This is an optimization exercise on Yosys and OpenROAD, whose aim is small area and a short achievable clock period, not a production implementation.
The RTL was checked by simulation tests, not by an equivalence proof against the original design.

build 54:
Design ck_crc_bank, start of the top module:
module ck_crc_bank (
    input  wire        clk,
    input  wire        rst_n,      
    input  wire        req,        
    input  wire        we,         
    input  wire [7:0]  addr,       
    input  wire [31:0] wdata,
    input  wire [3:0]  wstrb,      
    output wire        rvalid,     
    output wire [31:0] rdata
);
Size: ~2600 cells after synthesis, ~390 flip-flops, roughly 81 I/O pins, roughly 27000 µm² of cells after synthesis.
export LEC_CHECK = 0
export CAP_MARGIN = 20
export CORE_MARGIN = 2
export CORE_UTILIZATION = 40
export CTS_BUF_LIST = sky130_fd_sc_hd__clkbuf_8
export CTS_CLUSTER_SIZE = 25
export SLEW_MARGIN = 20
create_clock -name core_clock -period 30.0 [get_ports {clk}]
standard.sh (not shown) runs the stock make flow with config.mk's settings and CLKGATE_MAP_FILE= SYNTH_SCRIPT=/design/flow/synth_recipe.tcl, a recipe that flattens the netlist after the stock synthesis.
==> flow/flow/run.sh <==
#!/bin/bash
# Layout: the standard flow (standard synthesis included), run with the
# extra ORFS make variables listed in flow/make_args.txt: a setup margin for
# the resizer so that it sizes the netlist for a shorter achieved period, and
# the port buffer cell. Clock, constraints and scripts are unchanged.
set -euo pipefail
mapfile -t ARGS < <(grep -v '^#' flow/make_args.txt | grep -v '^$')
bash standard.sh "${ARGS[@]}" finish > flow_make.log 2>&1
==> flow/flow/make_args.txt <==
SETUP_SLACK_MARGIN=22.7
MATCH_CELL_FOOTPRINT=0
BUFFER_PORTS_ARGS=-buffer_cell sky130_fd_sc_hd__buf_2
What build 16 does differently from build 54 at the input level:
- a change of CTS_CLUSTER_SIZE from 25 to 35
==> flow/flow/make_args.txt <==
SETUP_SLACK_MARGIN=22.4
MATCH_CELL_FOOTPRINT=0
BUFFER_PORTS_ARGS=-buffer_cell sky130_fd_sc_hd__buf_2
==> run summary <==
Relative to build 54, the post-detailed-route via-to-cell ratio of build 16 is lower by 0.53%.
The minimum clock period after layout of build 16 was inferior to that of build 54.
Clock-buffer cell count went up by a few percent going from build 54 to build 16.
The lower setup slack after layout of build 16 and build 54 is in build 16.
The lower global-route usage came out of build 16.
Number of standard cells in the layout, taps in and fillers out, build 16 and build 54: higher on build 54
Compared to build 54, build 16 has global routing usage on met3 1.1 points lower.
Met3 wire length: higher on build 54
Compared with build 54, build 16 shows number of fill cells in the layout that has gone up slightly.
Compared with build 54, in build 16 register share of the cell area picked up an extra 0.37 points.
Input changes introduced in build 58 (baseline for comparison: build 16):
- CTS_CLUSTER_SIZE changed from 35 to 25
Results
Diff build 16..build 58 | global-route wire length before repair | unchanged
Build 58 -> build 16: total number of clock tree sinks delta 0, exact match
Diff build 16 -> build 58: routed via count divided by cell count level; multi-input combinational cell count neither gained nor lost much.
Build 16 → build 58: data arrival time of the worst path held steady; count of antenna-violating nets left after detailed routing stayed essentially flat; number of rows created at floorplan barely changed.
Relative area change from synthesis to final layout: build 58 vs build 16 identical
Build 16 -> build 58: average size of a mapped cell delta 0, exact match
From build 58 to build 16, number of search-and-repair iterations in the first detailed-routing pass did not move at all.


ck_crc_bank, a different RTL version from the one above (not shown whole).
Size: about 81 I/O pins.
==> flow/config.mk <==
export PLATFORM = sky130hd
export DESIGN_NAME = ck_crc_bank
export DESIGN_NICKNAME = ck_crc_bank
export VERILOG_FILES = /design/flow/design.v
export SDC_FILE = /design/flow/constraint.sdc
export NUM_CORES = 4
export LEC_CHECK = 0
export CAP_MARGIN = 20
export CORE_MARGIN = 2
export CORE_UTILIZATION = 40
export SLEW_MARGIN = 20
==> flow/constraint.sdc <==
create_clock -name core_clock -period 30.0 [get_ports {clk}]
set_input_delay 6.0000 -clock core_clock [delete_from_list [all_inputs] [get_ports {clk}]]
set_output_delay 6.0000 -clock core_clock [all_outputs]
set_load 0.01 [all_outputs]
==> flow/flow/make_args.txt <==
SETUP_SLACK_MARGIN=22
MATCH_CELL_FOOTPRINT=0
BUFFER_PORTS_ARGS=-buffer_cell sky130_fd_sc_hd__buf_2
Scripts as last shown in full above: flow/flow/run.sh
The starting point finished with timing, DRC and antenna clean.
Edit:
==> flow/flow/run.sh (replaced) <==
#!/bin/bash
# Layout: the standard flow (standard synthesis included), with the
# resizer asked for extra setup margin so that it sizes the netlist for a
# shorter achieved period. Clock, constraints and scripts are unchanged.
set -euo pipefail
MARGIN=$(cat flow/margin.txt)
bash standard.sh SETUP_SLACK_MARGIN=$MARGIN finish > flow_make.log 2>&1
==> flow/flow/margin.txt (new file) <==
22
removed: flow/flow/make_args.txt
Non-clock buffer count goes down by 9.
Synthesized area is unchanged.
Count of clock-buffer cells in the layout does not change.
First-iteration DRC count goes down by 7.3%.
Hold slack got worse by 0.0053 ns.
Routed wire length barely changes.
Final area goes up by 1.1%.


Setup of run 1:
Another version of the RTL of ck_crc_bank (not shown whole).
For scale: about 2500 cells after synthesis, ~390 flip-flops, roughly 81 I/O pins.
==> flow/config.mk <==
export PLATFORM = sky130hd
export DESIGN_NAME = ck_crc_bank
export DESIGN_NICKNAME = ck_crc_bank
export VERILOG_FILES = /design/flow/design.v
export SDC_FILE = /design/flow/constraint.sdc
export NUM_CORES = 4
export LEC_CHECK = 0
export CAP_MARGIN = 20
export CORE_MARGIN = 2
export CORE_UTILIZATION = 40
export SLEW_MARGIN = 20
==> flow/constraint.sdc <==
create_clock -name core_clock -period 30.0 [get_ports {clk}]
set_input_delay 6.0000 -clock core_clock [delete_from_list [all_inputs] [get_ports {clk}]]
set_output_delay 6.0000 -clock core_clock [all_outputs]
set_load 0.01 [all_outputs]
==> flow/flow/run.sh <==
#!/bin/bash
# Layout: the standard flow (standard synthesis included), run with the
# extra ORFS make variables listed in flow/make_args.txt: a setup margin for
# the resizer so that it sizes the netlist for a shorter achieved period, and
# the port buffer cell. Clock, constraints and scripts are unchanged.
set -euo pipefail
mapfile -t ARGS < <(grep -v '^#' flow/make_args.txt | grep -v '^$')
bash standard.sh "${ARGS[@]}" finish > flow_make.log 2>&1
==> flow/flow/make_args.txt <==
SETUP_SLACK_MARGIN=22
MATCH_CELL_FOOTPRINT=0
BUFFER_PORTS_ARGS=-buffer_cell sky130_fd_sc_hd__buf_2
The flow did not stop early for run 1: all stages ran, and the layout cleared the timing, DRC and antenna checks.
Input-level comparison between run 2 and run 1:
- putting CTS_CLUSTER_SIZE at 25 where nothing was set
- putting CTS_BUF_LIST at sky130_fd_sc_hd__clkbuf_8 where nothing was set
==> flow/flow/make_args.txt <==
SETUP_SLACK_MARGIN=22.8
MATCH_CELL_FOOTPRINT=0
BUFFER_PORTS_ARGS=-buffer_cell sky130_fd_sc_hd__buf_2
The final layout from run 2, which completed every stage, passed the timing, DRC and antenna checks at the end of the flow.
The quantity of gates resized following cts in run 2 was higher than what run 1 gave.
Diff run 1 -> run 2: fmax saw an increase, wire length after detailed routing climbed 1.7%, design area has increased, hold slack grew by 0.0042 ns.
Sort run 2 and run 1 by arrival time of data at the critical path endpoint, ascending, and run 2 comes first.
On HPWL after detailed placement, run 2 does worse than run 1.
Pre-CTS worst setup slack: run 2 better than run 1
Going from run 1 to run 2, proportion of cell area occupied by registers shrinks by 0.41 points.
Input-level comparison between run 3 and run 2:
- CORE_UTILIZATION now 55, was 40
- PLACE_DENSITY now 0.75, previously not set
==> flow/flow/make_args.txt <==
SETUP_SLACK_MARGIN=22
MATCH_CELL_FOOTPRINT=0
BUFFER_PORTS_ARGS=-buffer_cell sky130_fd_sc_hd__buf_2
==> run summary <==
- Run comparison: run 2 timing endpoint of the critical path rdata[28]; run 3 timing endpoint of the critical path rdata[14]
- The worst setup slack in run 3 was lower than what run 2 gave.
- From run 2 to run 3 the numbers moved as follows: clock period minus final worst setup slack went up 0.32 ns; core utilization went up 15 points; via count went up 262.


ck_crc_bank again, from the RTL that the note above started with.
// ck_crc_bank
module ck_crc_bank (
    input  wire        clk,
    input  wire        rst_n,      
    input  wire        req,        
    input  wire        we,         
    input  wire [7:0]  addr,       
    input  wire [31:0] wdata,
    input  wire [3:0]  wstrb,      
    output wire        rvalid,     
    output wire [31:0] rdata
);
Settings: LEC_CHECK=0, CAP_MARGIN=20, CORE_MARGIN=2, CORE_UTILIZATION=40, CTS_BUF_LIST=sky130_fd_sc_hd__clkbuf_4, CTS_CLUSTER_SIZE=20, SLEW_MARGIN=20; clock period 30.0 ns.
==> flow/flow/make_args.txt <==
SETUP_SLACK_MARGIN=22
MATCH_CELL_FOOTPRINT=0
BUFFER_PORTS_ARGS=-buffer_cell sky130_fd_sc_hd__buf_2
Scripts as last shown in full above: flow/flow/run.sh
The baseline ran to the end with no violations.
==> next run, changes <==
==> flow/flow/make_args.txt (replaced) <==
SETUP_SLACK_MARGIN=22.4
MATCH_CELL_FOOTPRINT=0
BUFFER_PORTS_ARGS=-buffer_cell sky130_fd_sc_hd__buf_2
- CTS_BUF_LIST: sky130_fd_sc_hd__clkbuf_4 -> unset
- CTS_CLUSTER_SIZE: 20 -> unset
Effect: The changed run finished clean. Design area went up by 0.53%. Sequential share of layout area came out lower by 0.12 points. Worst hold slack improved by 29 ps. Count of clock-buffer cells in the layout drops by 96. Utilization came out higher by 0.24 points. Setup slack gets better by 370 ps. Synthesized area stays the same.

-- what the ideal ports hide --
No port has a modelled driver above. Below, the same layouts with a new extraction and two added sets of constraints.
Step 1 assumes that a clkbuf_16 drives the clock port and a buf_2 every other input.
Step 2 adds t to the input delays and takes it off the output delays; t is the mean of the earliest and latest rising clock arrival at the registers after step 1. Input paths then give back, and output paths get back, about the clock's delay inside the block.
a / b / c = no drivers / after step 1 / after step 2; a / b = the first two.
run | t (ns) | slack for setup (ns) | worst hold slack (ns) | worst setup path after step 2 | latest minus earliest clock arrival (ns)
build 54 | 0.646 | 22.404 / 22.357 / 22.154 | 0.491 / 0.491 / 0.491 | input to register | 0.050 / 0.050
build 16 | 0.662 | 22.343 / 22.291 / 21.804 | 0.483 / 0.483 / 0.483 | input to register | 0.044 / 0.044
build 58 | 0.662 | 22.343 / 22.291 / 21.804 | 0.483 / 0.483 / 0.483 | input to register | 0.044 / 0.044
the first run of note 2 | 0.574 | 22.084 / 22.097 / 21.523 | 0.542 / 0.542 / 0.542 | input to register | 0.026 / 0.026
the second run of note 2 | 0.579 | 21.969 / 21.915 / 21.612 | 0.537 / 0.537 / 0.537 | input to register | 0.035 / 0.035
run 1 | 0.592 | 22.074 / 22.022 / 21.564 | 0.479 / 0.479 / 0.479 | input to register | 0.018 / 0.018
run 2 | 0.679 | 22.382 / 22.333 / 22.009 | 0.483 / 0.483 / 0.483 | input to register | 0.022 / 0.022
run 3 | 0.714 | 22.061 / 22.008 / 21.392 | 0.482 / 0.482 / 0.482 | input to register | 0.065 / 0.065
the first run of note 4 | 0.875 | 22.028 / 21.982 / 21.358 | 0.447 / 0.447 / 0.447 | input to register | 0.085 / 0.085
the second run of note 4 | 0.585 | 22.394 / 22.373 / 21.837 | 0.475 / 0.475 / 0.475 | input to register | 0.024 / 0.023
After both steps setup and hold are still met in every run listed. The setup slack of the first run of note 4, which loses most, moves by -0.046 ns with the drivers and by -0.670 ns with both steps.
